From an optimization exercise on the open Yosys and OpenROAD flow, aimed at small area; shortcuts taken in it are not production practice. Function was checked by simulation only, so behaviour that the tests miss may differ from the original.

==> run P <==
// al864_ustep_engine
module al864_ustep_engine (
    input  wire        clk,
    input  wire        rst,                
    input  wire        in_valid,
    input  wire [35:0] in_pos,             
    input  wire [47:0] in_vel,             
    input  wire [12:0] in_per,             
    input  wire        in_lead,            
    input  wire [11:0] in_eofs,            
    input  wire [7:0]  in_scale_ax,        
    input  wire [7:0]  in_scale_glob,      
    input  wire [7:0]  in_scale_derate,    
    input  wire [5:0]  in_hyst,            
    output reg         out_valid,
    output wire [11:0] out_eidx,           
    output wire [9:0]  out_a_upper,
    output wire [9:0]  out_a_lower,
    output wire        out_a_neg,          
    output wire        out_a_zero,         
    output wire        out_a_clamp,        
    output wire [9:0]  out_b_upper,
    output wire [9:0]  out_b_lower,
    output wire        out_b_neg,
    output wire        out_b_zero,
    output wire        out_b_clamp
);
    wire [7:0] scale_gl = (in_scale_glob < in_scale_derate) ? in_scale_glob : in_scale_derate;
    wire [13:0] m  = in_lead ? ({1'b0, in_per} + 14'd16) : 14'd0;
    wire [14:0] mx = {m, 1'b0};
    wire bd0_one = mx[1] ^ mx[0];
    wire bd0_two = (mx[2] & ~mx[1] & ~mx[0]) | (~mx[2] & mx[1] & mx[0]);
    wire bd0_neg = mx[2];
  ...
==> flow/config.mk <==
export PLATFORM = sky130hd
export DESIGN_NAME = al864_ustep_engine
export DESIGN_NICKNAME = al864_ustep_engine
export VERILOG_FILES = /design/flow/design.v
export SDC_FILE = /design/flow/constraint.sdc
export NUM_CORES = 4
export LEC_CHECK = 0
export ABC_AREA = 1
export CAP_MARGIN = 20
export CORE_MARGIN = 2
export CORE_UTILIZATION = 55
export SLEW_MARGIN = 20
export SYNTH_MEMORY_MAX_BITS = 32768
export BUFFER_PORTS_ARGS = -buffer_cell sky130_fd_sc_hd__buf_1
==> flow/constraint.sdc <==
create_clock -name core_clock -period 20.0 [get_ports {clk}]
set_input_delay 4.0000 -clock core_clock [delete_from_list [all_inputs] [get_ports {clk}]]
set_output_delay 4.0000 -clock core_clock [all_outputs]
set_load 0.01 [all_outputs]
standard.sh (not shown) runs the stock make flow with config.mk's settings and CLKGATE_MAP_FILE= SYNTH_SCRIPT=/design/flow/synth_recipe.tcl, a recipe that flattens the netlist after the stock synthesis.
==> flow/flow/run.sh <==
#!/bin/bash
# Layout flow: the standard flow, with these changes.
# 1. After the standard synthesis, the netlist is rewritten:
#    - faflip.py runs some full adders on complemented signals (a full adder is
#      self-dual) to cancel inverters between full adders;
#    - remap.sh re-maps all combinational logic except full adders, flip-flops
#      and tie cells with an area-oriented ABC script; flip-flops keep their names
#      and cells;
#    - unbuf.py removes the buffers ABC leaves where logic reduced to a wire.
# 2. The port buffers use the smallest buffer cell (buf_1).
set -e
echo 'export BUFFER_PORTS_ARGS = -buffer_cell sky130_fd_sc_hd__buf_1' >> config.mk
bash standard.sh synth > standard_synth.log 2>&1
R=orfs/results/sky130hd/al864_ustep_engine/base
cp $R/1_2_yosys.v $R/1_2_yosys_standard.v
python3 flow/faflip.py $R/1_2_yosys_standard.v $R/1_2_yosys_faflip.v > faflip.log 2>&1
bash flow/remap.sh $R/1_2_yosys_faflip.v $R/1_2_yosys_remap.v 12 > remap.log 2>&1
python3 flow/unbuf.py $R/1_2_yosys_remap.v $R/1_2_yosys.v > unbuf.log 2>&1
rm -f $R/1_synth.odb $R/1_synth.sdc
bash standard.sh > standard.log 2>&1
Other scripts of this flow, unchanged in this note and not shown: flow/flow/dontuse.txt, flow/flow/faflip.py, flow/flow/partition.py, flow/flow/remap.script, flow/flow/remap.sh, flow/flow/unbuf.py
==> inputs of run F, as changes to run P <==
CORE_UTILIZATION = 35   (was 55)
==> notes <==
Final area: run P is smaller than run F (2.7%). Against run P, the first-iteration DRC count of run F is smaller by about 30%. Between run F and run P, the lower non-clock buffer count is in run P (gap 42). Between run P and run F, the lower global-route usage is in run F (gap 17 points). Against run F, the sequential share of layout area of run P is higher by 0.071 points. In run F the die area is larger than in run P, by about 56%. Synthesized cell count is the same in run P and run F. In run P the routed wire length is larger than in run F, by 3.4%. Between run F and run P, the lower final cell count is in run P (gap 10%, measured against run P).
==> figures <==
	run P	run F
Result of the run	finished clean	finished clean
Via count of the first global-routing pass	28,541	26,441
Multi-input logic area	23,700 um2	23,700 um2
Number of nets at the end of the flow	3,802	3,844
Final Wtd Congestion	1.02	1.03
DR pass1 iterations	14	10
GR Layer Usage met3	12.1%	4.96%
Share of post-route cells with drive strength above 1	5.66%	6.81%
Placement Rows	77	97
Critical path origin	e_idx[2]	e_idx[1]
Number of placed instances, taps included	3,801	4,191
Crit-path max FO	14	16
Detail-routed net length per standard cell	27.3 um	23.9 um
Number of fill cells in the layout	3,951	7,323
Data buffer area share	6.48%	7.42%
Amount of wire on met2 after detailed routing	45.3 mm	44.5 mm
Count of buffers not belonging to the clock network in the layout	335	377
Final Instance Count excl. Fillers	3,811	4,199
Chip Width	216 um	270 um
Vertical extent of the die	216 um	270 um

-- separate check: timing with driven ports --
No port has a modelled driver above. Below, the same layouts with a new extraction and two added sets of constraints.
Step 1 sets driving cells, clkbuf_16 on the clock port and buf_2 on the other inputs (assumed; they add their load-dependent delay and slew).
Step 2 also shifts input and output timing later by t, the mid clock arrival at the registers, as if the neighbouring blocks saw the same clock.
Slacks: ideal / step 1 / step 2; pairs: ideal / step 1.
run	t, ns	slack for setup (ns)	hold slack, ns	slew at the worst register clock pin (ns)	pins driven straight from the clock port
run P	0.325	1.424 / 1.381 / 1.705	3.803 / 3.786 / 4.111	0.06 / 0.06	1
run F	0.353	1.977 / 1.921 / 2.274	3.789 / 3.758 / 4.111	0.06 / 0.06	1
After both steps every run listed still meets setup and hold.
